Source: an optimization exercise on an open RTL-to-GDS flow (aim: small area, a short achievable clock period and few clock cycles per item). Production flows keep margins and buffers that such runs may drop.
RTL that was checked went through simulation tests only; none was proved equivalent to the original.
Power is estimated from default activity; no workload was simulated.

// sfl_rs_dec
module sfl_rs_dec (
    input  wire       clk,
    input  wire       rst,
    input  wire       in_valid,
    output reg        in_ready,
    input  wire [9:0] in_sym,
    input  wire       in_short,
    output reg        err_valid,
    output reg  [9:0] err_pos,
    output wire [9:0] err_val,
    output reg        done,
    output reg        fail,
    output reg  [4:0] nerr
);
Size: ~8700 cells after synthesis, about 1600 flip-flops, about 83000 µm² of cells after synthesis.
Settings: LEC_CHECK=0, CAP_MARGIN=40, CORE_MARGIN=2, CORE_UTILIZATION=30, PLACE_DENSITY=0.5, SETUP_SLACK_MARGIN=5, SLEW_MARGIN=30, SYNTH_MEMORY_MAX_BITS=16384; clock period 10.0 ns.
run.sh (not shown) runs the stock make flow with config.mk's settings and CLKGATE_MAP_FILE= SYNTH_SCRIPT=/design/flow/synth_recipe.tcl, a recipe that flattens the netlist after the stock synthesis.
The first run finished clean.
==> next run, changes <==
CAP_MARGIN = 10   (was 40)
SLEW_MARGIN = 10   (was 30)
=>
- power barely changes
- fmax came out higher by 1.9%
- clock power came out higher by about 1%
- non-clock buffer count decreases by 43
- routed wire length stays flat
- critical path depth goes down by 1
- via count falls by about 0.4%
- flip-flop and latch count is unchanged
- clock skew is lower by 0.010 ns
No functional check of the RTL was part of any run of this note.

* * *

Another version of the RTL of sfl_rs_dec (not shown whole).
For scale: about 43 I/O pins, about 0.081 mm2 of cells after synthesis.
export LEC_CHECK = 0
export CAP_MARGIN = 10
export CORE_MARGIN = 2
export CORE_UTILIZATION = 30
export CTS_CLUSTER_DIAMETER = 60
export CTS_CLUSTER_SIZE = 30
export PLACE_DENSITY = 0.5
export SETUP_SLACK_MARGIN = 5
export SLEW_MARGIN = 10
export SYNTH_MEMORY_MAX_BITS = 16384
create_clock -name core_clock -period 10.0 [get_ports {clk}]
Next try:
--- a/flow/config.mk
+++ b/flow/config.mk
@@ -10,4 +10,3 @@
 export CORE_UTILIZATION = 30
-export CTS_CLUSTER_DIAMETER = 60
-export CTS_CLUSTER_SIZE = 30
+export CTS_BUF_LIST = sky130_fd_sc_hd__clkbuf_8
 export PLACE_DENSITY = 0.5
- The changed run completed without violations
- via count goes up by 1.7%
- design area goes up by about 0.7%
- cell count climbs by 2.2%
- routed wire length increases by about 1.2%
- non-clock buffer count stays the same
- sequential cell count stays the same
- maximum frequency came out lower by 3.7%
- area after synthesis stays the same
- worst setup slack degrades by 0.15 ns
- clock skew goes up by 0.021 ns
Next try:
--- a/flow/config.mk
+++ b/flow/config.mk
@@ -11,2 +11,4 @@
 export CTS_BUF_LIST = sky130_fd_sc_hd__clkbuf_8
+export CTS_CLUSTER_DIAMETER = 40
+export CTS_CLUSTER_SIZE = 20
 export PLACE_DENSITY = 0.5
The changed run went through all stages and came out clean; critical path depth does not change; power climbs by a few percent; routed wire length is about the same; design area climbs slightly; sequential cell count is unchanged; final cell count stays flat; first-iteration DRC count drops by a few percent; area after synthesis is unchanged.
Function was not checked in any run of this note: the RTL went through the layout flow alone.

* * *

== lane 1 ==
sfl_rs_dec, a different RTL version from the one above (not shown whole).
Size in the first run: ~43 I/O pins, about 77000 um2 of cells after synthesis.
make LEC_CHECK=0 CAP_MARGIN=10 CORE_MARGIN=2 CORE_UTILIZATION=30 CTS_CLUSTER_DIAMETER=60 CTS_CLUSTER_SIZE=30 PLACE_DENSITY=0.65 SETUP_SLACK_MARGIN=5 SLEW_MARGIN=10 SYNTH_MEMORY_MAX_BITS=16384 finish   # period 10.0 ns
Lane 1 finished every stage and its layout cleared the timing, DRC and antenna checks.
Testbench counts of lane 1, summed over its fixed seeds: cycles 105,239, codewords 192.
Modified inputs, lane 5 compared to lane 1
--- a/flow/config.mk
+++ b/flow/config.mk
@@ -13 +13 @@
-export PLACE_DENSITY = 0.65
+export PLACE_DENSITY = 0.5
## What came out
Compared with lane 1, lane 5 shows maximum frequency higher by 0.53%.
Compared with lane 1, lane 5 shows a part of the total power dissipated in combinational logic that is 0.3 points lower.
From lane 5 to lane 1, die area did not move at all.
~same number of nets in the layout in lane 1 and lane 5
In terms of number of instances in the placed design, lane 5 and lane 1 differ only marginally.
Final standard cell area without fillers across lane 1 and lane 5: no real change.
Share of the clock period used by the worst path in lane 5 is 0.20 points lower than in lane 1

static timing again, ports no longer ideal:
The flow's constraints put no driver on any port. The routed layouts listed below were extracted and timed again, unchanged, in two steps.
Step 1 (the two cells are an assumption about what drives the block):
set clk [get_ports {clk}]
set_driving_cell -lib_cell sky130_fd_sc_hd__clkbuf_16 $clk
set_driving_cell -lib_cell sky130_fd_sc_hd__buf_2 [delete_from_list [all_inputs] $clk]
Step 2 adds t to the input delays and takes it off the output delays; t is the mean of the earliest and latest rising clock arrival at the registers after step 1. Input paths then give back, and output paths get back, about the clock's delay inside the block.
Slacks: ideal ports / drivers / drivers and shift; pairs: ideal ports / drivers.
run | t, ns | setup slack, ns | worst setup path after step 2 | worst register clock-pin slew, ns
the first run of note 1 | 0.915 | 5.656 / 5.656 / 5.065 | input to register | 0.06 / 0.06
the second run of note 1 | 0.916 | 5.738 / 5.750 / 4.880 | input to register | 0.06 / 0.06
the first run of note 2 | 0.889 | 6.211 / 6.115 / 5.858 | input to register | 0.10 / 0.10
the second run of note 2 | 1.024 | 6.064 / 5.978 / 5.847 | input to register | 0.07 / 0.07
the third run of note 2 | 1.032 | 6.065 / 5.978 / 5.833 | input to register | 0.10 / 0.10
lane 1 | 0.887 | 6.198 / 6.104 / 6.045 | input to register | 0.11 / 0.11
lane 5 | 0.887 | 6.218 / 6.127 / 5.778 | input to register | 0.11 / 0.11
After both steps setup and hold are still met in every run listed. The setup slack of the second run of note 1, which loses most, moves by +0.012 ns with the drivers and by -0.858 ns with both steps.
